What follows belongs to an exercise in optimizing a design on an open flow for small area, a short achievable clock period and few clock cycles; a production flow would make more cautious choices.
In this exercise RTL edits were held to simulation tests only and were not proved equivalent to the original.
Power figures rest on the tool's default switching activity, not on a simulated workload.

===== flow/run.sh =====
#!/bin/bash
# Standard ORFS layout (the standard.sh) with two changes to how it is made:
#  - setup repair aims for slack well beyond the 17 ns clock (SETUP_SLACK_MARGIN
#    raised), so repair_timing works the paths down to about 5.1 ns;
#  - the port buffers are buf_2 cells (resizable buf family) instead of the
#    default delay-buffer cell, which MATCH_CELL_FOOTPRINT keeps from resizing.
# Clock, constraints and every other step are unchanged.  Make's output goes to
# flow_make.log; ORFS writes each step's log under orfs/logs.
set -euo pipefail
MARGIN=${MARGIN:-11.9}
bash standard.sh SETUP_SLACK_MARGIN=$MARGIN "BUFFER_PORTS_ARGS=-buffer_cell sky130_fd_sc_hd__buf_2" finish > flow_make.log 2>&1

===== standard.sh =====
#!/bin/bash
# synth_recipe.tcl (not shown) runs the flow's synth.tcl, then flattens the netlist and writes it again
# the make line also repeats each setting of config.mk as NAME=value (left out here)
make -C /OpenROAD-flow-scripts/flow DESIGN_CONFIG=/design/flow/config.mk WORK_HOME=/design/flow/orfs CLKGATE_MAP_FILE= SYNTH_SCRIPT=/design/flow/synth_recipe.tcl "${@:-finish}"

===== config.mk =====
export PLATFORM = sky130hd
export DESIGN_NAME = dsp_exec
export DESIGN_NICKNAME = dsp_exec
export VERILOG_FILES = /design/flow/design.v
export SDC_FILE = /design/flow/constraint.sdc
export NUM_CORES = 4
export LEC_CHECK = 0
export ABC_AREA = 1
export CAP_MARGIN = 20
export CORE_MARGIN = 2
export CORE_UTILIZATION = 55
export PLACE_DENSITY = 0.68
export SETUP_SLACK_MARGIN = 0.5
export SLEW_MARGIN = 20

===== constraint.sdc =====
create_clock -name core_clock -period 17.0 [get_ports {clk}]
set_input_delay 3.4000 -clock core_clock [delete_from_list [all_inputs] [get_ports {clk}]]
set_output_delay 3.4000 -clock core_clock [all_outputs]
set_load 0.01 [all_outputs]

===== design.v =====
module dsp_exec (
    input  wire        clk,
    input  wire        rst,         
    input  wire        in_valid,
    output wire        in_ready,
    input  wire [35:0] in_insn,
    output reg         out_valid,
    input  wire        out_ready,
    output reg  [31:0] out_d,
    output reg  [39:0] out_acc,
    output reg  [15:0] out_st
);
    localparam OP_LDI   = 6'h0A, OP_MOV   = 6'h0B, OP_MVR   = 6'h0C, OP_LDSI  = 6'h0D;
    localparam OP_ADD   = 6'h10, OP_SUB   = 6'h11, OP_AND   = 6'h12, OP_OR    = 6'h13;
    localparam OP_XOR   = 6'h14, OP_SHL   = 6'h15, OP_SHR   = 6'h16, OP_ASR   = 6'h17;
    localparam OP_CMP   = 6'h18, OP_PAR   = 6'h19, OP_ADDI  = 6'h1A, OP_ANDI  = 6'h1B;
    localparam OP_ORI   = 6'h1C, OP_XORI  = 6'h1D, OP_ADD32 = 6'h1E, OP_SUB32 = 6'h1F;
    localparam OP_MPY   = 6'h20, OP_MAC   = 6'h21, OP_MSU   = 6'h22;
    localparam OP_CLRA  = 6'h24, OP_SHA   = 6'h25, OP_STA   = 6'h26, OP_LDAC  = 6'h27;
    localparam OP_ADDA  = 6'h28, OP_SUBA  = 6'h29, OP_STAP  = 6'h2A;
    reg [15:0] dreg [0:15];
    reg [15:0] dvld;
    reg [39:0] areg [0:3];
    reg [3:0]  avld;
    reg [15:0] st;
    reg        sk_valid;
    reg        in_rdy;        
    reg [35:0] sk_insn;
    assign in_ready = in_rdy;
    wire accept = in_valid && !sk_valid;
    wire [35:0] nx_insn = sk_valid ? sk_insn : in_insn;
    wire [5:0]  nx_op   = nx_insn[35:30];
    wire        nx_mul  = nx_op[5];
    wire        nx_mulb = (nx_op[5:2] == 4'b1000);
    wire        nx_mvr  = (nx_op == OP_MVR);
    wire        nx_a32  = (nx_op == OP_ADD32) || (nx_op == OP_SUB32);
    wire [3:0]  nx_aa   = nx_mul ? nx_insn[27:24] : nx_mvr ? nx_insn[29:26] :
                          {nx_insn[25:23], nx_insn[22] & !nx_a32};
    wire [3:0]  nx_ab   = nx_mulb ? nx_insn[23:20] : {nx_insn[21:19], nx_insn[18] & !nx_a32};
    wire [5:0]  nx_amt  = ((nx_op == OP_SHA) && nx_insn[5]) ? (6'd0 - nx_insn[5:0]) : {1'b0, nx_insn[4:0]};
    wire [1:0]  nx_ap   = (nx_op == OP_SHA) ? nx_insn[29:28] :
                          ((nx_op == OP_ADDA) || (nx_op == OP_SUBA)) ? nx_insn[27:26] : nx_insn[25:24];
    reg        ir_valid;
    reg [35:0] ir;
    reg [3:0]  ir_aa, ir_ab;
    reg [1:0]  ir_ap;
    reg [5:0]  ir_amt;        
    wire [5:0]  op    = ir[35:30];
    wire [15:0] f_imm = ir[15:0];
    wire [3:0]  f_d   = ir[29:26];
    wire [3:0]  f_sh4 = ir[17:14];
    wire [1:0]  f_acc = ir[29:28];
    wire        f_dir = ir[25];
    wire        sreg17 = (ir[24:20] == 5'd17);
    localparam NF = 31;
    function [NF-1:0] dec;
        input [5:0] o;
        input       b5;           
        begin
            dec = {NF{1'b0}};
            dec[0]  = (o == OP_LDI);
            dec[1]  = (o == OP_MOV);
            dec[2]  = (o == OP_MVR);
            dec[3]  = (o == OP_LDSI);
            dec[4]  = (o == OP_ADD) || (o == OP_SUB) || (o == OP_CMP) || (o == OP_ADDI);
            dec[5]  = (o == OP_SUB) || (o == OP_CMP) || (o == OP_SUB32);      
            dec[6]  = (o == OP_AND) || (o == OP_OR) || (o == OP_XOR) ||
                      (o == OP_ANDI) || (o == OP_ORI) || (o == OP_XORI);
            dec[7]  = (o == OP_ANDI) || (o == OP_ORI) || (o == OP_XORI);
            dec[8]  = (o == OP_AND) || (o == OP_ANDI);
            dec[9]  = (o == OP_OR)  || (o == OP_ORI);
            dec[10] = (o == OP_SHL);
            dec[11] = (o == OP_ASR);
            dec[12] = (o == OP_SHL) || (o == OP_SHR) || (o == OP_ASR);
            dec[13] = (o == OP_PAR);
            dec[14] = (o == OP_ADD32) || (o == OP_SUB32);
            dec[15] = (o == OP_MPY) || (o == OP_MAC) || (o == OP_MSU);
            dec[16] = (o == OP_MSU);
            dec[17] = (o == OP_CLRA);
            dec[18] = (o == OP_SHA);
            dec[19] = (o == OP_STA);
            dec[20] = (o == OP_STAP);
            dec[21] = (o == OP_LDAC);
            dec[22] = (o == OP_ADDA) || (o == OP_SUBA);
            dec[23] = (o == OP_SUBA);
            dec[24] = (o == OP_SHA) && !b5;                                    
            dec[25] = (o == OP_CMP);
            dec[26] = (o == OP_ADDI);
            dec[27] = (o == OP_STA) || (o == OP_STAP) || (o == OP_SHA) ||
                      (o == OP_ADDA) || (o == OP_SUBA);                       
            dec[28] = (o == OP_MAC) || (o == OP_MSU) || (o == OP_ADDA) || (o == OP_SUBA);  
            dec[29] = (o == OP_MPY) || (o == OP_MAC) || (o == OP_MSU) || (o == OP_CLRA) ||
                      (o == OP_SHA) || (o == OP_LDAC) || (o == OP_ADDA) || (o == OP_SUBA);  
            dec[30] = (o == OP_SHA) && b5;                                     
        end
    endfunction
    wire [NF-1:0] nx_f = dec(nx_op, nx_insn[5]);
    reg  [NF-1:0] ir_f;
    wire is_ldi    = ir_f[0];
    wire is_mov    = ir_f[1];
    wire is_mvr    = ir_f[2];
    wire is_ldsi   = ir_f[3];
    wire is_addsub = ir_f[4];
    wire dosub     = ir_f[5];
    wire is_log    = ir_f[6];
    wire is_limm   = ir_f[7];
    wire is_and    = ir_f[8];
    wire is_or     = ir_f[9];
    wire is_shl    = ir_f[10];
    wire is_asr    = ir_f[11];
    wire is_sh16   = ir_f[12];
    wire is_par    = ir_f[13];
    wire is_a32    = ir_f[14];
    wire is_mul    = ir_f[15];
    wire is_msu    = ir_f[16];
    wire is_clra   = ir_f[17];
    wire is_sha    = ir_f[18];
    wire is_sta    = ir_f[19];
    wire is_stap   = ir_f[20];
    wire is_ldac   = ir_f[21];
    wire is_adda   = ir_f[22];
    wire is_suba   = ir_f[23];
    wire sha_left  = ir_f[24];
    wire is_cmp    = ir_f[25];
    wire is_addi   = ir_f[26];
    wire rd_acc1   = ir_f[27];
    wire use_x     = ir_f[28];
    wire wr_acc    = ir_f[29];
    wire sha_right = ir_f[30];
    reg [7:0]  sa_lo, sa_hi, sb_lo, sb_hi;
    reg [31:0] pa, pb;
    integer k;
    always @(*) begin
        pa = 32'd0;
        pb = 32'd0;
        for (k = 0; k < 8; k = k + 1) begin
            pa[15:0]  = pa[15:0]  | ({16{sa_lo[k]}} & dreg[2*k]);
            pa[31:16] = pa[31:16] | ({16{sa_hi[k]}} & dreg[2*k+1]);
            pb[15:0]  = pb[15:0]  | ({16{sb_lo[k]}} & dreg[2*k]);
            pb[31:16] = pb[31:16] | ({16{sb_hi[k]}} & dreg[2*k+1]);
        end
    end
    wire [15:0] da = ir_aa[0] ? pa[31:16] : pa[15:0];
    wire [15:0] db = ir_ab[0] ? pb[31:16] : pb[15:0];
    reg [3:0]  ap_sel;        
    reg [39:0] av;
    always @(*) begin
        av = 40'd0;
        for (k = 0; k < 4; k = k + 1)
            av = av | ({40{ap_sel[k]}} & areg[k]);
    end
    reg [3:0]  xs_sel;        
    reg [39:0] xv1;
    always @(*) begin
        xv1 = 40'd0;
        for (k = 0; k < 4; k = k + 1)
            xv1 = xv1 | ({40{xs_sel[k]}} & areg[k]);
    end
    wire [15:0] bsrc  = is_addi ? f_imm : db;
    wire [31:0] ax    = {pa[31:16], da};
    wire [31:0] bx    = {pb[31:16], bsrc} ^ {32{dosub}};
    wire [33:0] sum2  = {1'b0, ax, dosub} + {1'b0, bx, dosub};     
    wire [32:0] sum   = sum2[33:1];
    wire        c16   = sum[16] ^ ax[16] ^ bx[16];
    wire        v16   = (ax[15] == bx[15]) && (sum[15] != ax[15]);
    wire        v32   = (ax[31] == bx[31]) && (sum[31] != ax[31]);
    wire [31:0] zx    = (ax ^ bx) ^ {ax[30:0] | bx[30:0], dosub};
    wire        z16   = (zx[15:0] == 16'd0);
    wire        z32   = z16 && (zx[31:16] == 16'd0);
    wire [15:0] lb    = is_limm ? f_imm : db;
    wire [15:0] logr  = is_and ? (da & lb) : is_or ? (da | lb) : (da ^ lb);
    reg  [39:0] w;
    reg         fill;
    reg  [5:0]  amt;
    integer m;
    always @(*) begin
        if (sha_left) begin
            for (m = 0; m < 40; m = m + 1)
                w[m] = av[39-m];
            fill = 1'b0;
            amt  = ir_amt;
        end else begin
            w    = av;
            fill = av[39];
            amt  = ir_amt;
        end
    end
    wire [40:0] shx = {{32{fill}}, w, 1'b0} >> amt;    
    wire [39:0] q    = shx[40:1];
    wire        half = shx[0];
    reg  [39:0] q_rev;
    always @(*) for (m = 0; m < 40; m = m + 1) q_rev[m] = q[39-m];
    reg  [15:0] dsw;
    always @(*) for (m = 0; m < 16; m = m + 1) dsw[m] = is_shl ? da[15-m] : da[m];
    wire [16:0] sh16x = {{15{is_asr && da[15]}}, dsw, 1'b0} >> f_sh4;
    reg  [15:0] sh16r;
    always @(*) for (m = 0; m < 16; m = m + 1) sh16r[m] = sh16x[16-m];
    wire [15:0] shr16 = is_shl ? sh16r : sh16x[16:1];
    wire        shc   = sh16x[0];
    reg  [32:0] ts;
    always @(*) for (m = 0; m < 33; m = m + 1) ts[m] = ({1'b0, ir[4:0]} >= m[5:0]);
    reg  [38:0] ovm;          
    always @(*) for (m = 0; m < 39; m = m + 1) ovm[m] = (m >= 8) ? ts[39-m] : 1'b0;
    wire        sha_ovf = |((av[38:0] ^ {39{av[39]}}) & ovm);
    wire [39:0] sha_val = sha_left ? q_rev : q;
    wire        sticky  = |(av[29:0] & ts[31:2]);
    wire [1:0]  rnd  = st[13:12];
    wire        inc  = ((rnd == 2'd1) && half) || ((rnd == 2'd2) && half && (sticky || q[0]));
    wire [31:0] qi   = q[31:0] + {31'd0, inc};
    wire [38:0] tchg = av[39:1] ^ av[38:0];      
    reg  [39:0] ge, m16, m32, r15, r31;
    always @(*) begin
        for (m = 0; m < 40; m = m + 1) begin
            ge[m]  = (m >= 31) ? 1'b1 : !ts[m+1];
            m16[m] = (m >= 15) ? ge[m-15] : 1'b0;       
            m32[m] = (m >= 31) ? ge[m-31] : 1'b0;       
            r15[m] = ge[m] && !m16[m];                  
            r31[m] = ge[m] && !m32[m];                  
        end
    end
    wire        f16    = !(|(tchg & m16[38:0]));
    wire        f32    = !(|(tchg & m32[38:0]));
    wire        ones15 = &(av | ~r15);
    wire        ones31 = &(av | ~r31);
    wire        sat_hi16 = !av[39] && (!f16 || (ones15 && inc));
    wire        sat_lo16 =  av[39] && !f16;
    wire        sat_hi32 = !av[39] && (!f32 || (ones31 && inc));
    wire        sat_lo32 =  av[39] && !f32;
    wire        fit16  = !(sat_hi16 || sat_lo16);
    wire        fit32  = !(sat_hi32 || sat_lo32);
    wire [15:0] sta16  = sat_hi16 ? 16'h7FFF : sat_lo16 ? 16'h8000 : qi[15:0];
    wire [31:0] sta32  = sat_hi32 ? 32'h7FFFFFFF : sat_lo32 ? 32'h80000000 : qi;
    wire [40:0] mul_s, mul_c;
    dsp_booth u_booth (.a(da), .b(db), .neg(is_msu), .s(mul_s), .c(mul_c));
    reg         e2_valid;
    reg  [40:0] e2_s, e2_c;
    reg         e2_cin;
    reg  [39:0] e2_x;         
    reg  [1:0]  e2_acc;
    reg         e2_wra;       
    reg         e2_chk;       
    reg         e2_satc;      
    reg         e2_sats;      
    reg         e2_shaov;     
    reg         e2_shasg;     
    reg  [31:0] e2_d;         
    wire [40:0] xx   = {e2_x[39], e2_x};
    wire [40:0] cs_s = xx ^ e2_s ^ e2_c;
    wire [40:0] cs_c = {(xx[39:0] & e2_s[39:0]) | (xx[39:0] & e2_c[39:0]) | (e2_s[39:0] & e2_c[39:0]), e2_cin};
    wire [40:0] ex   = cs_s + cs_c;
    wire        ov_a = ex[40] ^ ex[39];
    wire        ov   = (e2_chk && ov_a) || e2_shaov;
    wire        sat  = (e2_satc && ov_a) || e2_sats;
    wire        sgn  = e2_chk ? ex[40] : e2_shasg;
    wire [39:0] accr = sat ? (sgn ? {1'b1, 39'd0} : {1'b0, {39{1'b1}}}) : ex[39:0];
    wire        e2_ovf = e2_valid && ov;
    wire out_free = !out_valid || out_ready;
    wire e2_free  = !e2_valid || out_free;
    wire hazard   = e2_valid && e2_wra && rd_acc1 && (ir_ap == e2_acc);
    wire ir_go    = ir_valid && e2_free && !hazard;
    wire ir_free  = !ir_valid || ir_go;
    wire [15:0] st_now = {st[15:6], st[5] | e2_ovf, st[4:0]};    
    reg         wr_d, wr_p;
    reg  [15:0] wlo, whi;
    reg  [15:0] st1;          
    always @(*) begin
        wr_d = 1'b0; wr_p = 1'b0;
        wlo  = 16'd0; whi = 16'd0;
        st1  = st_now;
        if (is_ldi) begin
            wr_d = 1'b1; wlo = f_imm;
        end
        if (is_mov) begin
            wr_d = 1'b1; wlo = da;
        end
        if (is_mvr) begin
            if (f_dir) begin
                wr_d = 1'b1; wlo = sreg17 ? st_now : 16'd0;
            end else if (sreg17)
                st1 = da & 16'hFFEF;
        end
        if (is_ldsi && sreg17)
            st1 = f_imm & 16'hFFEF;
        if (is_addsub) begin
            wr_d = !is_cmp; wlo = sum[15:0];
            st1[0] = z16; st1[1] = sum[15]; st1[2] = c16; st1[3] = v16;
        end
        if (is_log) begin
            wr_d = 1'b1; wlo = logr;
            st1[0] = (logr == 16'd0); st1[1] = logr[15]; st1[2] = 1'b0; st1[3] = 1'b0;
        end
        if (is_sh16) begin
            wr_d = 1'b1; wlo = shr16;
            st1[0] = (shr16 == 16'd0); st1[1] = shr16[15];
            if (f_sh4 != 4'd0) st1[2] = shc;
        end
        if (is_par) begin
            wr_d = 1'b1; wlo = {15'd0, ^(da & db)};
            st1[0] = ~(^(da & db));
        end
        if (is_a32) begin
            wr_p = 1'b1; wlo = sum[15:0]; whi = sum[31:16];
            st1[0] = z32; st1[1] = sum[31]; st1[2] = sum[32]; st1[3] = v32;
        end
        if (is_sta) begin
            wr_d = 1'b1; wlo = sta16;
            if (!fit16) st1[5] = 1'b1;
        end
        if (is_stap) begin
            wr_p = 1'b1; wlo = sta32[15:0]; whi = sta32[31:16];
            if (!fit32) st1[5] = 1'b1;
        end
    end
    wire [15:0] whi_bus = wr_p ? whi : wlo;
    wire [40:0] s_in = is_mul ? mul_s :
                       is_adda ? ({av[39], av} ^ {41{is_suba}}) :
                       is_sha  ? {1'b0, sha_val} :
                       is_ldac ? {{9{pa[31]}}, pa} : 41'd0;
    wire [40:0] c_in = is_mul ? mul_c : 41'd0;
    reg  [3:0] avld_e2, avld_ir;
    always @(*)
        for (k = 0; k < 4; k = k + 1) begin
            avld_e2[k] = avld[k] || (e2_valid && e2_wra && e2_acc == k);
            avld_ir[k] = avld_e2[k] || (ir_valid && wr_acc && f_acc == k);
        end
    reg  [15:0] wmask;
    always @(*)
        for (k = 0; k < 16; k = k + 1)
            wmask[k] = (wr_d && f_d == k) || (wr_p && f_d[3:1] == k[3:1]);
    wire [15:0] dvld_ld = dvld | (ir_valid ? wmask : 16'd0);
    integer n;
    always @(posedge clk) begin
        if (!sk_valid)
            sk_insn <= in_insn;
        if (ir_free) begin
            ir    <= nx_insn;
            ir_aa <= nx_aa;
            ir_ab <= nx_ab;
            ir_ap <= nx_ap;
            ir_amt <= nx_amt;
            ir_f  <= nx_f;
            for (n = 0; n < 8; n = n + 1) begin
                sa_lo[n] <= (nx_aa[3:1] == n) && dvld_ld[2*n];
                sa_hi[n] <= (nx_aa[3:1] == n) && dvld_ld[2*n+1];
                sb_lo[n] <= (nx_ab[3:1] == n) && dvld_ld[2*n];
                sb_hi[n] <= (nx_ab[3:1] == n) && dvld_ld[2*n+1];
            end
        end
        if (ir_free)
            for (n = 0; n < 4; n = n + 1) begin
                ap_sel[n] <= (nx_ap == n) && avld_ir[n];
                xs_sel[n] <= nx_f[28] && (nx_insn[29:28] == n) && avld_ir[n];
            end
        for (n = 0; n < 16; n = n + 1) begin
            if (ir_go && wmask[n]) begin
                dreg[n] <= n[0] ? whi_bus : wlo;
            end
        end
        for (n = 0; n < 4; n = n + 1)
            if (e2_valid && out_free && e2_wra && e2_acc == n)
                areg[n] <= accr;
        if (e2_free) begin
            e2_s     <= s_in;
            e2_c     <= c_in;
            e2_cin   <= is_suba;
            e2_x     <= (use_x && e2_valid && e2_wra && e2_acc == f_acc) ? accr : xv1;
            e2_satc  <= use_x && st[11];
            e2_sats  <= is_sha && sha_left && sha_ovf && st[11];
            e2_acc   <= f_acc;
            e2_wra   <= wr_acc;
            e2_chk   <= use_x;
            e2_shaov <= is_sha && sha_left && sha_ovf;
            e2_shasg <= av[39];
            e2_d     <= {wr_p ? whi : 16'd0, (wr_d || wr_p) ? wlo : 16'd0};
        end
        if (out_free) begin
            out_d   <= e2_d;
            out_acc <= accr;    
            out_st  <= st_now;
        end
        if (rst) begin
            sk_valid  <= 1'b0;
            in_rdy    <= 1'b1;
            ir_valid  <= 1'b0;
            e2_valid  <= 1'b0;
            out_valid <= 1'b0;
            dvld      <= 16'd0;
            avld      <= 4'd0;
            st        <= 16'd0;
        end else begin
            sk_valid  <= sk_valid ? !ir_free : (accept && ir_valid && !ir_go);
            in_rdy    <= sk_valid ? ir_free : !(accept && ir_valid && !ir_go);
            if (ir_free)
                ir_valid <= sk_valid || accept;
            if (e2_free)
                e2_valid <= ir_go;
            if (out_free)
                out_valid <= e2_valid;
            for (n = 0; n < 16; n = n + 1)
                if (ir_go && wmask[n])
                    dvld[n] <= 1'b1;
            for (n = 0; n < 4; n = n + 1)
                if (e2_valid && out_free && e2_wra && e2_acc == n)
                    avld[n] <= 1'b1;
            if (ir_go)
                st <= st1;
            else if (e2_valid && out_free)
                st <= st_now;
        end
    end
endmodule
module dsp_booth (
    input  wire [15:0] a,
    input  wire [15:0] b,
    input  wire        neg,    
    output wire [40:0] s,
    output wire [40:0] c
);
    wire [16:0] bx = {b, 1'b0};
    wire [16:0] ax = {a[15], a};
    wire b0_one = bx[1] ^ bx[0];
    wire b0_two = (bx[2] & ~bx[1] & ~bx[0]) | (~bx[2] & bx[1] & bx[0]);
    wire b0_neg = bx[2] ^ neg;
    wire [16:0] pp0 = (({17{b0_one}} & ax) | ({17{b0_two}} & {ax[15:0], 1'b0})) ^ {17{b0_neg}};
    wire b1_one = bx[3] ^ bx[2];
    wire b1_two = (bx[4] & ~bx[3] & ~bx[2]) | (~bx[4] & bx[3] & bx[2]);
    wire b1_neg = bx[4] ^ neg;
    wire [16:0] pp1 = (({17{b1_one}} & ax) | ({17{b1_two}} & {ax[15:0], 1'b0})) ^ {17{b1_neg}};
    wire b2_one = bx[5] ^ bx[4];
    wire b2_two = (bx[6] & ~bx[5] & ~bx[4]) | (~bx[6] & bx[5] & bx[4]);
    wire b2_neg = bx[6] ^ neg;
    wire [16:0] pp2 = (({17{b2_one}} & ax) | ({17{b2_two}} & {ax[15:0], 1'b0})) ^ {17{b2_neg}};
    wire b3_one = bx[7] ^ bx[6];
    wire b3_two = (bx[8] & ~bx[7] & ~bx[6]) | (~bx[8] & bx[7] & bx[6]);
    wire b3_neg = bx[8] ^ neg;
    wire [16:0] pp3 = (({17{b3_one}} & ax) | ({17{b3_two}} & {ax[15:0], 1'b0})) ^ {17{b3_neg}};
    wire b4_one = bx[9] ^ bx[8];
    wire b4_two = (bx[10] & ~bx[9] & ~bx[8]) | (~bx[10] & bx[9] & bx[8]);
    wire b4_neg = bx[10] ^ neg;
    wire [16:0] pp4 = (({17{b4_one}} & ax) | ({17{b4_two}} & {ax[15:0], 1'b0})) ^ {17{b4_neg}};
    wire b5_one = bx[11] ^ bx[10];
    wire b5_two = (bx[12] & ~bx[11] & ~bx[10]) | (~bx[12] & bx[11] & bx[10]);
    wire b5_neg = bx[12] ^ neg;
    wire [16:0] pp5 = (({17{b5_one}} & ax) | ({17{b5_two}} & {ax[15:0], 1'b0})) ^ {17{b5_neg}};
    wire b6_one = bx[13] ^ bx[12];
    wire b6_two = (bx[14] & ~bx[13] & ~bx[12]) | (~bx[14] & bx[13] & bx[12]);
    wire b6_neg = bx[14] ^ neg;
    wire [16:0] pp6 = (({17{b6_one}} & ax) | ({17{b6_two}} & {ax[15:0], 1'b0})) ^ {17{b6_neg}};
    wire b7_one = bx[15] ^ bx[14];
    wire b7_two = (bx[16] & ~bx[15] & ~bx[14]) | (~bx[16] & bx[15] & bx[14]);
    wire b7_neg = bx[16] ^ neg;
    wire [16:0] pp7 = (({17{b7_one}} & ax) | ({17{b7_two}} & {ax[15:0], 1'b0})) ^ {17{b7_neg}};
    wire t1 = pp0[10] ^ pp1[8];
    wire t2 = pp0[10] & pp1[8];
    wire t3 = pp0[11] ^ pp1[9];
    wire t4 = pp0[11] & pp1[9];
    wire t5 = pp0[12] ^ pp1[10] ^ pp2[8];
    wire t6 = (pp0[12] & pp1[10]) | (pp0[12] & pp2[8]) | (pp1[10] & pp2[8]);
    wire t7 = pp3[6] ^ pp4[4];
    wire t8 = pp3[6] & pp4[4];
    wire t9 = pp0[13] ^ pp1[11] ^ pp2[9];
    wire t10 = (pp0[13] & pp1[11]) | (pp0[13] & pp2[9]) | (pp1[11] & pp2[9]);
    wire t11 = pp3[7] ^ pp4[5];
    wire t12 = pp3[7] & pp4[5];
    wire t13 = pp0[14] ^ pp1[12] ^ pp2[10];
    wire t14 = (pp0[14] & pp1[12]) | (pp0[14] & pp2[10]) | (pp1[12] & pp2[10]);
    wire t15 = pp3[8] ^ pp4[6] ^ pp5[4];
    wire t16 = (pp3[8] & pp4[6]) | (pp3[8] & pp5[4]) | (pp4[6] & pp5[4]);
    wire t17 = pp6[2] ^ pp7[0];
    wire t18 = pp6[2] & pp7[0];
    wire t19 = pp0[15] ^ pp1[13] ^ pp2[11];
    wire t20 = (pp0[15] & pp1[13]) | (pp0[15] & pp2[11]) | (pp1[13] & pp2[11]);
    wire t21 = pp3[9] ^ pp4[7] ^ pp5[5];
    wire t22 = (pp3[9] & pp4[7]) | (pp3[9] & pp5[5]) | (pp4[7] & pp5[5]);
    wire t23 = pp6[3] ^ pp7[1];
    wire t24 = pp6[3] & pp7[1];
    wire t25 = ~pp0[16] ^ pp1[14] ^ pp2[12];
    wire t26 = (~pp0[16] & pp1[14]) | (~pp0[16] & pp2[12]) | (pp1[14] & pp2[12]);
    wire t27 = pp3[10] ^ pp4[8] ^ pp5[6];
    wire t28 = (pp3[10] & pp4[8]) | (pp3[10] & pp5[6]) | (pp4[8] & pp5[6]);
    wire t29 = pp6[4] ^ pp7[2] ^ 1'b1;
    wire t30 = (pp6[4] & pp7[2]) | (pp6[4] & 1'b1) | (pp7[2] & 1'b1);
    wire t31 = pp1[15] ^ pp2[13] ^ pp3[11];
    wire t32 = (pp1[15] & pp2[13]) | (pp1[15] & pp3[11]) | (pp2[13] & pp3[11]);
    wire t33 = pp4[9] ^ pp5[7] ^ pp6[5];
    wire t34 = (pp4[9] & pp5[7]) | (pp4[9] & pp6[5]) | (pp5[7] & pp6[5]);
    wire t35 = pp7[3] ^ 1'b1;
    wire t36 = pp7[3] & 1'b1;
    wire t37 = ~pp1[16] ^ pp2[14] ^ pp3[12];
    wire t38 = (~pp1[16] & pp2[14]) | (~pp1[16] & pp3[12]) | (pp2[14] & pp3[12]);
    wire t39 = pp4[10] ^ pp5[8] ^ pp6[6];
    wire t40 = (pp4[10] & pp5[8]) | (pp4[10] & pp6[6]) | (pp5[8] & pp6[6]);
    wire t41 = pp2[15] ^ pp3[13] ^ pp4[11];
    wire t42 = (pp2[15] & pp3[13]) | (pp2[15] & pp4[11]) | (pp3[13] & pp4[11]);
    wire t43 = pp5[9] ^ pp6[7];
    wire t44 = pp5[9] & pp6[7];
    wire t45 = ~pp2[16] ^ pp3[14] ^ pp4[12];
    wire t46 = (~pp2[16] & pp3[14]) | (~pp2[16] & pp4[12]) | (pp3[14] & pp4[12]);
    wire t47 = pp3[15] ^ pp4[13];
    wire t48 = pp3[15] & pp4[13];
    wire t49 = pp0[6] ^ pp1[4];
    wire t50 = pp0[6] & pp1[4];
    wire t51 = pp0[7] ^ pp1[5];
    wire t52 = pp0[7] & pp1[5];
    wire t53 = pp0[8] ^ pp1[6] ^ pp2[4];
    wire t54 = (pp0[8] & pp1[6]) | (pp0[8] & pp2[4]) | (pp1[6] & pp2[4]);
    wire t55 = pp3[2] ^ pp4[0];
    wire t56 = pp3[2] & pp4[0];
    wire t57 = pp0[9] ^ pp1[7] ^ pp2[5];
    wire t58 = (pp0[9] & pp1[7]) | (pp0[9] & pp2[5]) | (pp1[7] & pp2[5]);
    wire t59 = pp3[3] ^ pp4[1];
    wire t60 = pp3[3] & pp4[1];
    wire t61 = pp2[6] ^ pp3[4] ^ pp4[2];
    wire t62 = (pp2[6] & pp3[4]) | (pp2[6] & pp4[2]) | (pp3[4] & pp4[2]);
    wire t63 = pp5[0] ^ b5_neg ^ t1;
    wire t64 = (pp5[0] & b5_neg) | (pp5[0] & t1) | (b5_neg & t1);
    wire t65 = pp2[7] ^ pp3[5] ^ pp4[3];
    wire t66 = (pp2[7] & pp3[5]) | (pp2[7] & pp4[3]) | (pp3[5] & pp4[3]);
    wire t67 = pp5[1] ^ t2 ^ t3;
    wire t68 = (pp5[1] & t2) | (pp5[1] & t3) | (t2 & t3);
    wire t69 = pp5[2] ^ pp6[0] ^ b6_neg;
    wire t70 = (pp5[2] & pp6[0]) | (pp5[2] & b6_neg) | (pp6[0] & b6_neg);
    wire t71 = t4 ^ t5 ^ t7;
    wire t72 = (t4 & t5) | (t4 & t7) | (t5 & t7);
    wire t73 = pp5[3] ^ pp6[1] ^ t6;
    wire t74 = (pp5[3] & pp6[1]) | (pp5[3] & t6) | (pp6[1] & t6);
    wire t75 = t8 ^ t9 ^ t11;
    wire t76 = (t8 & t9) | (t8 & t11) | (t9 & t11);
    wire t77 = b7_neg ^ t10 ^ t12;
    wire t78 = (b7_neg & t10) | (b7_neg & t12) | (t10 & t12);
    wire t79 = t13 ^ t15 ^ t17;
    wire t80 = (t13 & t15) | (t13 & t17) | (t15 & t17);
    wire t81 = t14 ^ t16 ^ t18;
    wire t82 = (t14 & t16) | (t14 & t18) | (t16 & t18);
    wire t83 = t19 ^ t21 ^ t23;
    wire t84 = (t19 & t21) | (t19 & t23) | (t21 & t23);
    wire t85 = t20 ^ t22 ^ t24;
    wire t86 = (t20 & t22) | (t20 & t24) | (t22 & t24);
    wire t87 = t25 ^ t27 ^ t29;
    wire t88 = (t25 & t27) | (t25 & t29) | (t27 & t29);
    wire t89 = t26 ^ t28 ^ t30;
    wire t90 = (t26 & t28) | (t26 & t30) | (t28 & t30);
    wire t91 = t31 ^ t33 ^ t35;
    wire t92 = (t31 & t33) | (t31 & t35) | (t33 & t35);
    wire t93 = pp7[4] ^ t32 ^ t34;
    wire t94 = (pp7[4] & t32) | (pp7[4] & t34) | (t32 & t34);
    wire t95 = t36 ^ t37 ^ t39;
    wire t96 = (t36 & t37) | (t36 & t39) | (t37 & t39);
    wire t97 = pp7[5] ^ 1'b1 ^ t38;
    wire t98 = (pp7[5] & 1'b1) | (pp7[5] & t38) | (1'b1 & t38);
    wire t99 = t40 ^ t41 ^ t43;
    wire t100 = (t40 & t41) | (t40 & t43) | (t41 & t43);
    wire t101 = pp5[10] ^ pp6[8] ^ pp7[6];
    wire t102 = (pp5[10] & pp6[8]) | (pp5[10] & pp7[6]) | (pp6[8] & pp7[6]);
    wire t103 = t42 ^ t44 ^ t45;
    wire t104 = (t42 & t44) | (t42 & t45) | (t44 & t45);
    wire t105 = pp5[11] ^ pp6[9] ^ pp7[7];
    wire t106 = (pp5[11] & pp6[9]) | (pp5[11] & pp7[7]) | (pp6[9] & pp7[7]);
    wire t107 = 1'b1 ^ t46 ^ t47;
    wire t108 = (1'b1 & t46) | (1'b1 & t47) | (t46 & t47);
    wire t109 = ~pp3[16] ^ pp4[14] ^ pp5[12];
    wire t110 = (~pp3[16] & pp4[14]) | (~pp3[16] & pp5[12]) | (pp4[14] & pp5[12]);
    wire t111 = pp6[10] ^ pp7[8] ^ t48;
    wire t112 = (pp6[10] & pp7[8]) | (pp6[10] & t48) | (pp7[8] & t48);
    wire t113 = pp4[15] ^ pp5[13] ^ pp6[11];
    wire t114 = (pp4[15] & pp5[13]) | (pp4[15] & pp6[11]) | (pp5[13] & pp6[11]);
    wire t115 = pp7[9] ^ 1'b1;
    wire t116 = pp7[9] & 1'b1;
    wire t117 = ~pp4[16] ^ pp5[14] ^ pp6[12];
    wire t118 = (~pp4[16] & pp5[14]) | (~pp4[16] & pp6[12]) | (pp5[14] & pp6[12]);
    wire t119 = pp5[15] ^ pp6[13];
    wire t120 = pp5[15] & pp6[13];
    wire t121 = pp0[4] ^ pp1[2];
    wire t122 = pp0[4] & pp1[2];
    wire t123 = pp0[5] ^ pp1[3];
    wire t124 = pp0[5] & pp1[3];
    wire t125 = pp2[2] ^ pp3[0] ^ b3_neg;
    wire t126 = (pp2[2] & pp3[0]) | (pp2[2] & b3_neg) | (pp3[0] & b3_neg);
    wire t127 = pp2[3] ^ pp3[1] ^ t50;
    wire t128 = (pp2[3] & pp3[1]) | (pp2[3] & t50) | (pp3[1] & t50);
    wire t129 = b4_neg ^ t52 ^ t53;
    wire t130 = (b4_neg & t52) | (b4_neg & t53) | (t52 & t53);
    wire t131 = t54 ^ t56 ^ t57;
    wire t132 = (t54 & t56) | (t54 & t57) | (t56 & t57);
    wire t133 = t58 ^ t60 ^ t61;
    wire t134 = (t58 & t60) | (t58 & t61) | (t60 & t61);
    wire t135 = t62 ^ t64 ^ t65;
    wire t136 = (t62 & t64) | (t62 & t65) | (t64 & t65);
    wire t137 = t66 ^ t68 ^ t69;
    wire t138 = (t66 & t68) | (t66 & t69) | (t68 & t69);
    wire t139 = t70 ^ t72 ^ t73;
    wire t140 = (t70 & t72) | (t70 & t73) | (t72 & t73);
    wire t141 = t74 ^ t76 ^ t77;
    wire t142 = (t74 & t76) | (t74 & t77) | (t76 & t77);
    wire t143 = t78 ^ t80 ^ t81;
    wire t144 = (t78 & t80) | (t78 & t81) | (t80 & t81);
    wire t145 = t82 ^ t84 ^ t85;
    wire t146 = (t82 & t84) | (t82 & t85) | (t84 & t85);
    wire t147 = t86 ^ t88 ^ t89;
    wire t148 = (t86 & t88) | (t86 & t89) | (t88 & t89);
    wire t149 = t90 ^ t92 ^ t93;
    wire t150 = (t90 & t92) | (t90 & t93) | (t92 & t93);
    wire t151 = t94 ^ t96 ^ t97;
    wire t152 = (t94 & t96) | (t94 & t97) | (t96 & t97);
    wire t153 = t98 ^ t100 ^ t101;
    wire t154 = (t98 & t100) | (t98 & t101) | (t100 & t101);
    wire t155 = t102 ^ t104 ^ t105;
    wire t156 = (t102 & t104) | (t102 & t105) | (t104 & t105);
    wire t157 = t106 ^ t108 ^ t109;
    wire t158 = (t106 & t108) | (t106 & t109) | (t108 & t109);
    wire t159 = t110 ^ t112 ^ t113;
    wire t160 = (t110 & t112) | (t110 & t113) | (t112 & t113);
    wire t161 = pp7[10] ^ t114 ^ t116;
    wire t162 = (pp7[10] & t114) | (pp7[10] & t116) | (t114 & t116);
    wire t163 = pp7[11] ^ 1'b1 ^ t118;
    wire t164 = (pp7[11] & 1'b1) | (pp7[11] & t118) | (1'b1 & t118);
    wire t165 = ~pp5[16] ^ pp6[14] ^ pp7[12];
    wire t166 = (~pp5[16] & pp6[14]) | (~pp5[16] & pp7[12]) | (pp6[14] & pp7[12]);
    wire t167 = pp6[15] ^ pp7[13];
    wire t168 = pp6[15] & pp7[13];
    wire t169 = pp0[2] ^ pp1[0];
    wire t170 = pp0[2] & pp1[0];
    wire t171 = pp0[3] ^ pp1[1];
    wire t172 = pp0[3] & pp1[1];
    wire t173 = pp2[0] ^ b2_neg ^ t121;
    wire t174 = (pp2[0] & b2_neg) | (pp2[0] & t121) | (b2_neg & t121);
    wire t175 = pp2[1] ^ t122 ^ t123;
    wire t176 = (pp2[1] & t122) | (pp2[1] & t123) | (t122 & t123);
    wire t177 = t49 ^ t124 ^ t125;
    wire t178 = (t49 & t124) | (t49 & t125) | (t124 & t125);
    wire t179 = t51 ^ t126 ^ t127;
    wire t180 = (t51 & t126) | (t51 & t127) | (t126 & t127);
    wire t181 = t55 ^ t128 ^ t129;
    wire t182 = (t55 & t128) | (t55 & t129) | (t128 & t129);
    wire t183 = t59 ^ t130 ^ t131;
    wire t184 = (t59 & t130) | (t59 & t131) | (t130 & t131);
    wire t185 = t63 ^ t132 ^ t133;
    wire t186 = (t63 & t132) | (t63 & t133) | (t132 & t133);
    wire t187 = t67 ^ t134 ^ t135;
    wire t188 = (t67 & t134) | (t67 & t135) | (t134 & t135);
    wire t189 = t71 ^ t136 ^ t137;
    wire t190 = (t71 & t136) | (t71 & t137) | (t136 & t137);
    wire t191 = t75 ^ t138 ^ t139;
    wire t192 = (t75 & t138) | (t75 & t139) | (t138 & t139);
    wire t193 = t79 ^ t140 ^ t141;
    wire t194 = (t79 & t140) | (t79 & t141) | (t140 & t141);
    wire t195 = t83 ^ t142 ^ t143;
    wire t196 = (t83 & t142) | (t83 & t143) | (t142 & t143);
    wire t197 = t87 ^ t144 ^ t145;
    wire t198 = (t87 & t144) | (t87 & t145) | (t144 & t145);
    wire t199 = t91 ^ t146 ^ t147;
    wire t200 = (t91 & t146) | (t91 & t147) | (t146 & t147);
    wire t201 = t95 ^ t148 ^ t149;
    wire t202 = (t95 & t148) | (t95 & t149) | (t148 & t149);
    wire t203 = t99 ^ t150 ^ t151;
    wire t204 = (t99 & t150) | (t99 & t151) | (t150 & t151);
    wire t205 = t103 ^ t152 ^ t153;
    wire t206 = (t103 & t152) | (t103 & t153) | (t152 & t153);
    wire t207 = t107 ^ t154 ^ t155;
    wire t208 = (t107 & t154) | (t107 & t155) | (t154 & t155);
    wire t209 = t111 ^ t156 ^ t157;
    wire t210 = (t111 & t156) | (t111 & t157) | (t156 & t157);
    wire t211 = t115 ^ t158 ^ t159;
    wire t212 = (t115 & t158) | (t115 & t159) | (t158 & t159);
    wire t213 = t117 ^ t160 ^ t161;
    wire t214 = (t117 & t160) | (t117 & t161) | (t160 & t161);
    wire t215 = t119 ^ t162 ^ t163;
    wire t216 = (t119 & t162) | (t119 & t163) | (t162 & t163);
    wire t217 = t120 ^ t164 ^ t165;
    wire t218 = (t120 & t164) | (t120 & t165) | (t164 & t165);
    wire t219 = 1'b1 ^ t166 ^ t167;
    wire t220 = (1'b1 & t166) | (1'b1 & t167) | (t166 & t167);
    wire t221 = ~pp6[16] ^ pp7[14] ^ t168;
    wire t222 = (~pp6[16] & pp7[14]) | (~pp6[16] & t168) | (pp7[14] & t168);
    wire t223 = pp7[15] ^ 1'b1;
    wire t224 = pp7[15] & 1'b1;
    assign s = {1'b1, 1'b1, 1'b1, 1'b1, 1'b1, 1'b1, 1'b1, 1'b1, 1'b1, 1'b1, ~pp7[16], t222, t220, t218, t216, t214, t212, t210, t208, t206, t204, t202, t200, t198, t196, t194, t192, t190, t188, t186, t184, t182, t180, t178, t176, t174, t172, t170, b1_neg, pp0[1], pp0[0]};
    assign c = {1'b0, 1'b0, 1'b0, 1'b0, 1'b0, 1'b0, 1'b0, 1'b0, 1'b0, 1'b0, t224, t223, t221, t219, t217, t215, t213, t211, t209, t207, t205, t203, t201, t199, t197, t195, t193, t191, t189, t187, t185, t183, t181, t179, t177, t175, t173, t171, t169, 1'b0, b0_neg};
endmodule

==> qor.yml, run 1 <==
status: "timing/DRC/antenna clean"
critical_path_peak_fanout: 11
worst-endpoint-required_ns: 17.40
fp-row-count: 118
worst_ir_drop_vdd_mv: 0.4316
grt_antenna_before_repair: 8
synth_nets: 7600
cts_tree: "built"
slew_headroom_pct: 20.09
worst_setup_hold_path_clk_slew_ns: 0.06
finalHoldViolations: 0
dpl.hpwl_mm: 180.0
timing.fmax_ghz: 0.1938
power_density_nw_per_um2: 194.9
worst_skew_pair.late_latency_ns: 0.73
most_instantiated_flip_flop_cell_in_the_synthesis_netlist: "sky130_fd_sc_hd__edfxtp_1"
start_point_of_the_critical_path: "ir[2]"
grt_setup_unrepaired: "yes"
via_count: 56230
dpl.cell_count: 8530
post-route-drc-count: 0
synth_area_per_cell_um2: 7.905
design.core.area_um2: 103600
global_route.overflow_total: 0
starting_density_of_the_core_pct: 55.50
r2r-start: "ir[2]"
height_of_the_chip_um: 327.4
global_route_total_usage_across_every_layer_pct: 44.96
critPathLaunchType: "register"
dr.pass1.iters: 10
drt_iter0_markers: 8303
netlist_top_cells_area: "sky130_fd_sc_hd__edfxtp_1 40%, sky130_fd_sc_hd__nand2_1 15%, sky130_fd_sc_hd__nand3_1 5.9%, sky130_fd_sc_hd__fa_1 3.9%, sky130_fd_sc_hd__nor2_1 3.9%"
global_route_wire_length_before_repair_mm: 350.7
endpoints_failing_setup: 0
die_x_um: 327.4
min_cycle_time_layout_ns: 5.160
sort_of_element_at_the_end_of_the_critical_path: "register"
buffer_ports.inserted: 128
layout-drive-gt1-share_pct: 11.60
async_flop_share_pct: 0
clock_sinks: 837
routed_wirelength_mm: 246.4
power.static_leakage_nw: 28.30
gpl.final_weighted_congestion: 1.093
max_slew.worst_pin.slew_ns: 1.186
synth_largest_area_cell: "sky130_fd_sc_hd__edfxtp_1"
synthCells: 7276
io-pin-count: 130
cts.htree.levels: 3
min_path_type: "register to register"
final_nets: 7698
die_area_um2: 107200
tritoncts.num_buffers: 89
synth-seq-area-share_pct: 42.37
yosysTopAreaCellShare_pct: 39.73
register_area_um2: 24370
area_growth_syn_to_layout_pct: 12.29
synth_cell_types: 67
setup_tns_ns: 0
syn-cell-area_um2: 57520
hold_path_startpoint: "e2_d[13]"
routed_via_density: 6.368
multiInputGateArea_um2: 30480
antenna_left: 0
wl_per_cell_um: 27.91
synth.yosys.warnings: 3
critPathKind: "register to register"
final_layout_fill_cell_count: 8957
synth_enable_flop_cells: 761
cts_buffer_depth: 3
report.final.slew_viol_count: 0
clockRootBuffer: "sky130_fd_sc_hd__clkbuf_16"
yosys_register_bits: 837
grt_pass1_vias: 52070
maxCapViolCount: 0
pin_count_of_the_biggest_net_entering_global_routing: 96
count_of_hold_buffers_inserted_by_post_cts_repair: 0
finalNonFillerCells: 8829
timing.critical_path.arrival_ns: 5.56
timing.clock.skew_ns: 0.04768
final.period_utilization_pct: 30.35
-- flip-flops by register name, summed over array words and instances, names as in the netlist, 27 cells and up --
name	cells
dreg	256
areg	160
e2_s	41
e2_x	40
out_acc	40
sk_insn	36
e2_d	32
out_d	32
e2_c	30
ir_f	29
ir	27
-- cell usage after synthesis, types with 6 or more instances --
library cell                   n
sky130_fd_sc_hd__buf_4         7
sky130_fd_sc_hd__inv_2        23
sky130_fd_sc_hd__o221ai_1     11
sky130_fd_sc_hd__clkbuf_1    209
sky130_fd_sc_hd__fa_1        113
sky130_fd_sc_hd__a22oi_1       9
sky130_fd_sc_hd__a211oi_1     13
sky130_fd_sc_hd__o21ai_2       6
sky130_fd_sc_hd__nand2_1    2227
sky130_fd_sc_hd__o21ai_1      39
sky130_fd_sc_hd__nor2_4       26
sky130_fd_sc_hd__nor4_1       15
sky130_fd_sc_hd__o2111ai_1    11
sky130_fd_sc_hd__nor3_1       35
sky130_fd_sc_hd__xnor2_1      50
sky130_fd_sc_hd__a221oi_1     52
sky130_fd_sc_hd__nand3_1     673
sky130_fd_sc_hd__a21o_1       10
sky130_fd_sc_hd__nand3_2      14
sky130_fd_sc_hd__inv_1       577
sky130_fd_sc_hd__o22ai_1     169
sky130_fd_sc_hd__xor2_1      210
sky130_fd_sc_hd__o21ai_0     387
sky130_fd_sc_hd__nor2_1      600
sky130_fd_sc_hd__a22o_1       34
sky130_fd_sc_hd__a21oi_1     328
sky130_fd_sc_hd__a31oi_1      51
sky130_fd_sc_hd__buf_1        34
sky130_fd_sc_hd__dfxtp_1      76
sky130_fd_sc_hd__o211ai_1     21
sky130_fd_sc_hd__buf_6         7
sky130_fd_sc_hd__buf_2        89
sky130_fd_sc_hd__or2_2        24
sky130_fd_sc_hd__clkinv_1     11
sky130_fd_sc_hd__nand4_1      52
sky130_fd_sc_hd__edfxtp_1    761
sky130_fd_sc_hd__nor2_2       33
sky130_fd_sc_hd__ha_1        171
sky130_fd_sc_hd__o31ai_1      17
sky130_fd_sc_hd__nand2_2      27
-- per-layer routing --
layer	share of wire (%)	GRT usage, %	up-vias
met5	0.013	0	-
met4	8.9	32.34	4
met3	13	11.12	899
met2	43	67.71	4102
met1	36	56.58	26500
li1	-	-	24720
-- logic make-up (layout without fill, tap and decap cells) --
kind of cell	Yosys count	after routing	synth area share [%]
XOR/XNOR	264	264	4.072
flip-flops	837	837	42.37
buffers and inverters	959	1129	6.593
multiplexers	3	3	0.05221
adder cells (fa/ha/maj)	284	284	7.652
AO/OA/AOI/OAI	1183	1183	11.99
other	1	4	0.006519
AND/OR/NAND/NOR	3745	3745	27.26
-- final cells by class --
| class | count | area share [%] |
|---|---|---|
| flip-flops and latches | 837 | 37.74 |
| inverters | 611 | 3.654 |
| well taps | 1380 | 2.673 |
| clock inverters | 60 | 1.120 |
| clock buffers | 103 | 3.545 |
| multi-input cells | 5480 | 47.20 |
| diodes | 3 | 0.01162 |
| repair buffers | 355 | 4.060 |
-- repair_timing --
item                       4_1_cts  5_1_grt
pin swaps                        6       32
setup endpoints to repair      761      351
resized for setup              123      183
buffers inserted                95       38
-- cell usage in the layout, fill, tap and decap left out, drive strengths merged, types with 27 or more instances in the layout --
cell	synthesis	layout
a21oi	331	331
a221oi	52	52
a22o	34	34
a31oi	51	51
buf	137	355
clkbuf	211	103
clkinv	11	47
dfxtp	76	76
edfxtp	761	761
fa	113	113
ha	171	171
inv	600	595
nand2	2255	2255
nand3	687	687
nand4	52	52
nor2	659	659
nor3	35	35
o21ai	432	432
o22ai	169	169
or2	27	27
xnor2	50	50
xor2	214	214
-- final timing paths --
path / endpoint / slack [ns] / cells after the start
min: out_d[13] / 0.42 / 0
min reg2reg: out_d[13] / 0.42 / 0
max: dreg[10][4] / 11.84 / 18
max reg2reg: dreg[10][4] / 11.84 / 18
-- power breakdown --
| group | internal, W | switching, W | total [W] |
|---|---|---|---|
| Sequential | 0.00292 | 0.000154 | 0.00307 |
| Clock | 0.00115 | 0.000891 | 0.00204 |
| Combinational | 0.00247 | 0.00501 | 0.00748 |
-- through the flow --
stage	hold slack (ns)	worst slack (ns)	utilization, %	power [W]	area, µm²
floorplan	0.4003	10.43	-	0.007339	57720
global placement	0.4026	10.51	57.19	0.009912	59270
detailed placement	0.4045	10.58	57.20	0.009959	59290
CTS	0.4201	11.72	61.35	0.01213	63580
global route	0.4240	11.83	62.31	0.01316	64580
finish	0.4183	11.84	62.32	0.01259	64590
-- worst max-delay path: stages, from the launching register on --
cell and delay [ns]:
sky130_fd_sc_hd__edfxtp_1 0.71, sky130_fd_sc_hd__nand2_1 0.26, sky130_fd_sc_hd__a21oi_1 0.70, sky130_fd_sc_hd__nor2_1 0.38
sky130_fd_sc_hd__o22ai_1 0.20, sky130_fd_sc_hd__nor2_1 0.07, sky130_fd_sc_hd__nand3_1 0.12, sky130_fd_sc_hd__nor2_1 0.09
sky130_fd_sc_hd__nand3_1 0.09, sky130_fd_sc_hd__nand3_1 0.08, sky130_fd_sc_hd__nand2_2 0.12, sky130_fd_sc_hd__ha_1 0.27
sky130_fd_sc_hd__ha_1 0.20, sky130_fd_sc_hd__nand2_1 0.11, sky130_fd_sc_hd__nor2_4 0.21, sky130_fd_sc_hd__xor2_1 0.39
sky130_fd_sc_hd__o21ai_1 0.19, sky130_fd_sc_hd__nand2_1 0.35, sky130_fd_sc_hd__nand2_1 0.30
Testbench counts, summed over its fixed seeds: cycles 32,773.
==> run 2, diff against run 1 <==
--- a/flow/run.sh
+++ b/flow/run.sh
@@ -3,3 +3,3 @@
 #  - setup repair aims for slack well beyond the 17 ns clock (SETUP_SLACK_MARGIN
-#    raised), so repair_timing works the paths down to about 5.1 ns;
+#    raised), so repair_timing works the paths down to about 5.3 ns;
 #  - the port buffers are buf_2 cells (resizable buf family) instead of the
@@ -9,3 +9,3 @@
 set -euo pipefail
-MARGIN=${MARGIN:-11.9}
+MARGIN=${MARGIN:-11.7}
 bash standard.sh SETUP_SLACK_MARGIN=$MARGIN "BUFFER_PORTS_ARGS=-buffer_cell sky130_fd_sc_hd__buf_2" finish > flow_make.log 2>&1
--- a/config.mk
+++ b/config.mk
@@ -10,4 +10,4 @@
 export CORE_MARGIN = 2
-export CORE_UTILIZATION = 55
-export PLACE_DENSITY = 0.68
+export CORE_UTILIZATION = 52
+export PLACE_DENSITY = 0.65
 export SETUP_SLACK_MARGIN = 0.5
==> run 2 against run 1 <==
Highest routed layer unchanged; worst hold slack worse by 0.0080 ns; area after synthesis unchanged; register-to-register slack worse by 0.20 ns.
==> qor.yml, run 2 <==
global_route_total_usage_across_every_layer_pct: 42.81
multiInputGateArea_um2: 30140
register_area_um2: 24370
slew_headroom_pct: 15.17
report.final.slew_viol_count: 0
count_of_hold_buffers_inserted_by_post_cts_repair: 0
gpl.final_weighted_congestion: 1.107
maxCapViolCount: 0
design.core.area_um2: 110200
grt_pass1_vias: 50080
clock_sinks: 837
start_point_of_the_critical_path: "ir_amt[0]"
setup_tns_ns: 0
critical_path_peak_fanout: 52
min_path_type: "register to register"
min_cycle_time_layout_ns: 5.363
wl_per_cell_um: 27.96
syn-cell-area_um2: 57520
die_x_um: 336.6
slowest_delay_ns: 0.71
critPathKind: "register to register"
routed_via_density: 6.211
via_count: 55300
global_route.overflow_total: 0
cp_slowest_cell: "sky130_fd_sc_hd__a21oi_1"
timing.hold.ws_ns: 0.4104
grt_antenna_before_repair: 9
tritoncts.num_buffers: 89
share_of_total_power_in_combinational_logic_pct: 59.5
timing.critical_path.arrival_ns: 5.77
synth_nets: 7600
synth.yosys.warnings: 3
power_density_nw_per_um2: 194.1
largest_register_ffs: 256
sort_of_element_at_the_end_of_the_critical_path: "register"
crit_buf_inv: 4
starting_density_of_the_core_pct: 52.19
timing.fmax_ghz: 0.1865
finalHoldViolations: 0
p_sw_share_pct: 48.48
async_flop_share_pct: 0
final_nets: 7664
clockRootBuffer: "sky130_fd_sc_hd__clkbuf_16"
height_of_the_chip_um: 336.6
netlist_top_cells_area: "sky130_fd_sc_hd__edfxtp_1 40%, sky130_fd_sc_hd__nand2_1 15%, sky130_fd_sc_hd__nand3_1 5.9%, sky130_fd_sc_hd__fa_1 3.9%, sky130_fd_sc_hd__nor2_1 3.9%"
layout_commonest_cell: "sky130_fd_sc_hd__nand2_1"
io-pin-count: 130
cts_tree: "built"
cts_buffer_depth: 3
synth_cell_types: 67
fp-row-count: 122
final_layout_fill_cell_count: 10060
critPathLaunchType: "register"
holdPathStages: 0
worst-endpoint-required_ns: 17.40
grt_setup_unrepaired: "yes"
synth_largest_area_cell: "sky130_fd_sc_hd__edfxtp_1"
timing.clock.skew_ns: 0.05363
buffer_ports.inserted: 128
synth_enable_flop_cells: 761
final_core_util_pct: 57.93
worst_skew_pair.late_latency_ns: 0.73
cts.htree.levels: 3
worst_ir_drop_vdd_mv: 0.2524
synth_area_per_cell_um2: 7.905
yosysTopAreaCellShare_pct: 39.73
final.period_utilization_pct: 31.55
synth-seq-area-share_pct: 42.37
endpoints_failing_setup: 0
most_instantiated_flip_flop_cell_in_the_synthesis_netlist: "sky130_fd_sc_hd__edfxtp_1"
global_route_wire_length_before_repair_mm: 349.6
power.static_leakage_nw: 27.99
largest-register: "dreg"
routed_wirelength_mm: 248.9
depth_of_the_most_critical_reg_to_reg_path: 18
post-route-drc-count: 0
r2r_end: "e2_d[0]"
min_delay_worst_endpoint: "out_d[21]"
layout_common_cells: "2186 x sky130_fd_sc_hd__nand2_1, 761 x sky130_fd_sc_hd__edfxtp_1, 660 x sky130_fd_sc_hd__nand3_1, 571 x sky130_fd_sc_hd__nor2_1, 561 x sky130_fd_sc_hd__inv_1"
dr.pass1.iters: 9
pin_count_of_the_biggest_net_entering_global_routing: 72
antenna_left: 0
die_area_um2: 113300
critical_path.cell_chain: "buf_4, inv_6, nand2_1, a21oi_1, inv_1, nand2_1, o2111ai_1, nor2_1, nand2_1, nor2_1, nand3_1, nand3_1, nand2_2, ha_2, inv_1, o21ai_0, nand2_1, a21oi_1"
status: "timing/DRC/antenna clean"
finalInstanceArea_um2: 63850
seq_power_share_pct: 24.8
share_clk_of_total_power_pct: 15.7
synth.top_cells.by_count: "2227 x sky130_fd_sc_hd__nand2_1, 761 x sky130_fd_sc_hd__edfxtp_1, 673 x sky130_fd_sc_hd__nand3_1, 600 x sky130_fd_sc_hd__nor2_1, 577 x sky130_fd_sc_hd__inv_1"
layout_top_registers: "dreg x256, areg x160, e2_s x41"
yosys_register_bits: 837
r2r_slack_ns: 11.64
critical-path-top-cell-by-count: "sky130_fd_sc_hd__nand2_1"
worst_setup_hold_path_clk_slew_ns: 0.06
dpl.hpwl_mm: 184.2
hold_path_startpoint: "e2_d[21]"
synthCells: 7276
area_growth_syn_to_layout_pct: 11.00
yosys.cell_count.top_type: "sky130_fd_sc_hd__nand2_1"
layout-drive-gt1-share_pct: 10.06
drt_iter0_markers: 7668
power.net_switching_w: 0.006009
r2r-start: "ir_amt[0]"
max_slew.worst_pin.slew_ns: 1.259
critPathTopFamily: "compound AO/OA/AOI/OAI gates"
internal_power_w: 0.006385
placement.cell_area_um2: 59520
-- run 2: cell types whose count changed in the layout (fill, tap and decap cells not counted), sizes merged --
cell      delta
buf         -38
bufinv       -7
clkbuf      +15
clkinv       -5
clkinvlp     -5
diode        -2
inv          +6
nand2        +2
-- run 2: worst max path at each step --
stage	to	slack (ns)	depth (start not counted)
6_report	e2_d[0]	11.64	18
5_1_grt	dreg[11][14]	11.60	22
4_1_cts	dreg[0][12]	11.66	26
3_5_place_dp	sb_lo[7]	10.21	11
3_3_place_gp	sa_lo[4]	10.25	11
2_1_floorplan	ap_sel[0]	10.43	8
-- run 2: area by class of cell --
class	instances	area share, %
multi-input cells	5482	47.20
flip-flops and latches	837	38.18
clock buffers	116	3.678
inverters	611	3.663
repair buffers	319	3.522
well taps	1488	2.916
clock inverters	49	0.8368
diodes	1	0.003919
-- run 2: stage by stage --
stage / instances / worst slack (ns) / power, W
after floorplan: 7276 / 10.43 / 0.007339
after global placement: 8654 / 10.25 / 0.009997
after detailed placement: 8654 / 10.21 / 0.01006
after CTS: 8857 / 11.66 / 0.01207
after global routing: 8902 / 11.60 / 0.01304
final: 8903 / 11.64 / 0.01239
-- run 2: logic make-up after synthesis --
| logic type | share of synthesized area [%] |
|---|---|
| mux | 0.05221 |
| flops | 42.37 |
| compound gates | 11.99 |
| xor+xnor | 4.072 |
| fa+ha+maj | 7.652 |
| simple gates | 27.26 |
| other cells | 0.006519 |
| buf+inv | 6.593 |
-- run 2: power by group through the flow --
stage | Clock [W] | Combinational (W) | Sequential, W
floorplan | 0 | 0.00425 | 0.00309
global placement | 0 | 0.00686 | 0.00313
detailed placement | 0 | 0.00693 | 0.00313
CTS | 0.00195 | 0.00704 | 0.00309
global route | 0.00204 | 0.00790 | 0.00310
finish | 0.00194 | 0.00737 | 0.00308
-- run 2: per-layer routing --
metal / wire length (µm) / GRT usage (%)
met3: 28120 / 9.749
met2: 108200 / 65.20
met5: 44 / 0
met4: 20520 / 28.57
met1: 92040 / 54.61
-- run 2: what timing repair did --
action / 4_1_cts / 5_1_grt
endpoints found under the setup margin: 451 / 379
pin swaps: 3 / 12
gates resized for setup: 66 / 118
buffers inserted: 37 / 43
cloned: 1 / 1
-- run 2: worst reg2reg max path, delay by kind of cell, from the launching register on --
family | cells | cell delay [ns]
buffers and inverters | 4 | 1.01
and+or+nand+nor | 9 | 1.47
adders and majority gates | 1 | 0.31
AOI/OAI and AO/OA | 4 | 1.92
DFF | 1 | 0.35
==> run 3, diff against run 2 <==
--- a/design.v
+++ b/design.v
@@ -98,12 +98,13 @@
     reg  [NF-1:0] ir_f;
-    wire is_ldi    = ir_f[0];
-    wire is_mov    = ir_f[1];
-    wire is_mvr    = ir_f[2];
-    wire is_ldsi   = ir_f[3];
-    wire is_addsub = ir_f[4];
+    wire [NF-1:0] fdec = dec(op, ir[5]);
+    wire is_ldi    = fdec[0];
+    wire is_mov    = fdec[1];
+    wire is_mvr    = fdec[2];
+    wire is_ldsi   = fdec[3];
+    wire is_addsub = fdec[4];
     wire dosub     = ir_f[5];
-    wire is_log    = ir_f[6];
-    wire is_limm   = ir_f[7];
-    wire is_and    = ir_f[8];
-    wire is_or     = ir_f[9];
+    wire is_log    = fdec[6];
+    wire is_limm   = fdec[7];
+    wire is_and    = fdec[8];
+    wire is_or     = fdec[9];
     wire is_shl    = ir_f[10];
@@ -111,19 +112,19 @@
     wire is_sh16   = ir_f[12];
-    wire is_par    = ir_f[13];
-    wire is_a32    = ir_f[14];
+    wire is_par    = fdec[13];
+    wire is_a32    = fdec[14];
     wire is_mul    = ir_f[15];
     wire is_msu    = ir_f[16];
-    wire is_clra   = ir_f[17];
-    wire is_sha    = ir_f[18];
-    wire is_sta    = ir_f[19];
-    wire is_stap   = ir_f[20];
-    wire is_ldac   = ir_f[21];
-    wire is_adda   = ir_f[22];
-    wire is_suba   = ir_f[23];
+    wire is_clra   = fdec[17];
+    wire is_sha    = fdec[18];
+    wire is_sta    = fdec[19];
+    wire is_stap   = fdec[20];
+    wire is_ldac   = fdec[21];
+    wire is_adda   = fdec[22];
+    wire is_suba   = fdec[23];
     wire sha_left  = ir_f[24];
-    wire is_cmp    = ir_f[25];
+    wire is_cmp    = fdec[25];
     wire is_addi   = ir_f[26];
     wire rd_acc1   = ir_f[27];
-    wire use_x     = ir_f[28];
-    wire wr_acc    = ir_f[29];
+    wire use_x     = fdec[28];
+    wire wr_acc    = fdec[29];
     wire sha_right = ir_f[30];
--- a/flow/run.sh
+++ b/flow/run.sh
@@ -3,3 +3,3 @@
 #  - setup repair aims for slack well beyond the 17 ns clock (SETUP_SLACK_MARGIN
-#    raised), so repair_timing works the paths down to about 5.3 ns;
+#    raised), so repair_timing works the paths down to about 5.4 ns;
 #  - the port buffers are buf_2 cells (resizable buf family) instead of the
@@ -9,3 +9,3 @@
 set -euo pipefail
-MARGIN=${MARGIN:-11.7}
+MARGIN=${MARGIN:-11.6}
 bash standard.sh SETUP_SLACK_MARGIN=$MARGIN "BUFFER_PORTS_ARGS=-buffer_cell sky130_fd_sc_hd__buf_2" finish > flow_make.log 2>&1
--- a/config.mk
+++ b/config.mk
@@ -7,7 +7,6 @@
 export LEC_CHECK = 0
-export ABC_AREA = 1
 export CAP_MARGIN = 20
 export CORE_MARGIN = 2
-export CORE_UTILIZATION = 52
-export PLACE_DENSITY = 0.65
+export CORE_UTILIZATION = 55
+export PLACE_DENSITY = 0.68
 export SETUP_SLACK_MARGIN = 0.5
==> run 3 against run 2 <==
Critical path depth grew 4; sequential power decreased by 13%; synthesized cell count shrank 24%; area after synthesis decreased by 2.2%; combinational power decreased by 21%; highest routed layer unchanged; critical path type unchanged; setup slack got worse by 0.49 ns; via count fell by 3.2%; cell count shrank 19%; wire length is 5.6% higher; clock-buffer cell count decreased by 1; clock skew down 0.0095 ns.
==> qor.yml, run 3 <==
height_of_the_chip_um: 323.9
layout_commonest_cell: "sky130_fd_sc_hd__edfxtp_1"
starting_density_of_the_core_pct: 55.39
cts.htree.levels: 3
grt_setup_unrepaired: "yes"
grt_pass1_vias: 48470
synth_cell_types: 92
die_area_um2: 104900
crit_buf_inv: 4
final_layout_fill_cell_count: 7813
die_x_um: 323.9
global_route.overflow_total: 0
layout_top_registers: "dreg x256, areg x160, e2_s x41"
global_route_total_usage_across_every_layer_pct: 48.00
critical_path_peak_fanout: 11
syn-cell-area_um2: 56270
placement.cell_area_um2: 58500
report.final.slew_viol_count: 0
synth.yosys.warnings: 3
synth_enable_flop_cells: 747
routed_via_density: 7.411
endpoints_failing_setup: 0
synth_nets: 5836
timing.fmax_ghz: 0.1709
fp-row-count: 117
most_instantiated_flip_flop_cell_in_the_synthesis_netlist: "sky130_fd_sc_hd__edfxtp_1"
layout_common_cells: "747 x sky130_fd_sc_hd__edfxtp_1, 505 x sky130_fd_sc_hd__a22oi_1, 364 x sky130_fd_sc_hd__nor2_1, 339 x sky130_fd_sc_hd__buf_4, 328 x sky130_fd_sc_hd__nand2_1"
status: "timing/DRC/antenna clean"
timing.hold.ws_ns: 0.4157
global_route_wire_length_before_repair_mm: 357.6
buffer_ports.inserted: 128
dpl.cell_count: 6750
tritoncts.num_buffers: 87
maxCapViolCount: 0
dr.pass1.iters: 9
worst_skew_pair.late_latency_ns: 0.71
synthCells: 5512
count_of_hold_buffers_inserted_by_post_cts_repair: 0
critPathTopFamily: "compound AO/OA/AOI/OAI gates"
sort_of_element_at_the_end_of_the_critical_path: "register"
netlist_top_cells_area: "sky130_fd_sc_hd__edfxtp_1 40%, sky130_fd_sc_hd__a22oi_1 7.3%, sky130_fd_sc_hd__xnor2_1 4.5%, sky130_fd_sc_hd__fa_1 4.0%, sky130_fd_sc_hd__ha_1 3.8%"
io-pin-count: 130
layout-drive-gt1-share_pct: 22.19
critPathKind: "register to register"
synth-seq-area-share_pct: 42.57
wl_per_cell_um: 36.37
largest-register: "dreg"
grt_antenna_before_repair: 23
drt_iter0_markers: 9034
timing.clock.skew_ns: 0.04412
synth.top_cells.by_count: "747 x sky130_fd_sc_hd__edfxtp_1, 546 x sky130_fd_sc_hd__a22oi_1, 402 x sky130_fd_sc_hd__nor2_1, 348 x sky130_fd_sc_hd__nand2_1, 338 x sky130_fd_sc_hd__clkbuf_1"
yosys_register_bits: 823
setup_tns_ns: 0
antenna_left: 0
power.static_leakage_nw: 25.28
async_flop_share_pct: 0
pin_count_of_the_biggest_net_entering_global_routing: 89
yosys.cell_count.top_type: "sky130_fd_sc_hd__edfxtp_1"
slew_headroom_pct: 21.22
finalInstanceArea_um2: 66940
design.core.area_um2: 101600
cts_buffer_depth: 3
finalHoldViolations: 0
cp_slowest_cell: "sky130_fd_sc_hd__nand4_1"
min_path_type: "register to register"
slowest_delay_ns: 0.62
worst_setup_hold_path_clk_slew_ns: 0.07
area_growth_syn_to_layout_pct: 18.95
largest_register_ffs: 256
synth_largest_area_cell: "sky130_fd_sc_hd__edfxtp_1"
clockRootBuffer: "sky130_fd_sc_hd__clkbuf_16"
yosysTopAreaCellShare_pct: 39.86
worst-endpoint-required_ns: 17.45
gpl.final_weighted_congestion: 1.114
via_count: 53550
critical_path.cell_chain: "buf_6, buf_12, a22oi_1, nand4_1, mux2i_1, buf_4, nor2_1, a21oi_1, xnor2_1, ha_4, nand4_1, nor2_1, a22oi_2, o21ai_2, a31o_2, o31ai_4, o41ai_4, a2111oi_1, a41o_1, a21oi_2, o32ai_4, buf_12"
finalNonFillerCells: 7226
synth_area_per_cell_um2: 10.21
clock_sinks: 823
critPathLaunchType: "register"
final_core_util_pct: 65.88
post-route-drc-count: 0
timing.critical_path.arrival_ns: 6.31
min_cycle_time_layout_ns: 5.851
final.period_utilization_pct: 34.42
power_density_nw_per_um2: 157.4
final_nets: 6095
routed_wirelength_mm: 262.8
dpl.hpwl_mm: 182.8
cts_tree: "built"
max_slew.worst_pin.slew_ns: 1.182
worst_ir_drop_vdd_mv: 0.3547
run 3: through the flow:
stage               total power [W]  worst slack (ns)
finish                      0.01054             11.15
global route                0.01094             11.17
CTS                        0.009922             11.53
detailed placement         0.007701             9.743
global placement           0.007579             9.818
floorplan                  0.005864             11.01
run 3: logic make-up after synthesis:
family,Yosys count,synth area share [%]
AO/OA/AOI/OAI,1788,21.82
AND/OR/NAND/NOR,1365,11.61
flip-flops,823,42.57
buffers and inverters,643,4.480
XOR/XNOR,402,6.282
adder cells (fa/ha/maj),284,7.822
multiplexers,206,5.417
other,1,0.006664
run 3: worst paths after layout:
path / start / endpoint / slack [ns] / depth (start not counted)
worst max-delay path: sb_lo[2] / dreg[7][13] / 11.15 / 22
worst min-delay path: e2_d[9] / out_d[9] / 0.42 / 0
worst max register to register: sb_lo[2] / dreg[7][13] / 11.15 / 22
worst min register to register: e2_d[9] / out_d[9] / 0.42 / 0
run 3: area by class of cell:
class,instances,area [µm²],share of cell area (%)
multi-input cells,4048,32410,48.41
clock inverters,48,600.6,0.8972
inverters,234,908.4,1.357
diodes,13,32.53,0.04860
flip-flops and latches,823,23950,35.79
repair buffers,576,4928,7.363
clock buffers,115,2389,3.568
repair inverters,1,5.005,0.007477
well taps,1368,1712,2.557
run 3: repair_timing:
| action | in CTS | in global routing |
|---|---|---|
| resized for setup | 274 | 322 |
| cloned | 10 | 13 |
| endpoints found under the setup margin | 816 | 633 |
| buffers inserted | 169 | 107 |
| pin swaps | 67 | 138 |
run 3: report_power, final:
part | total, W | internal, W | switching, W
combinational | 0.00584 | 0.00224 | 0.00360
clock | 0.00201 | 0.00114 | 0.000871
sequential | 0.00268 | 0.00259 | 0.0000910
total | 0.0105 | 0.00597 | 0.00456
run 3: metal layers:
metal	track usage, %	up-vias	share of wire (%)
li1	-	21550	-
met1	59.03	25800	34
met2	70.10	4906	42
met3	15.36	1273	14
met4	37.08	20	9.9
met5	0	-	0.054
Testbench counts of run 3, summed over its fixed seeds: cycles 32,773.
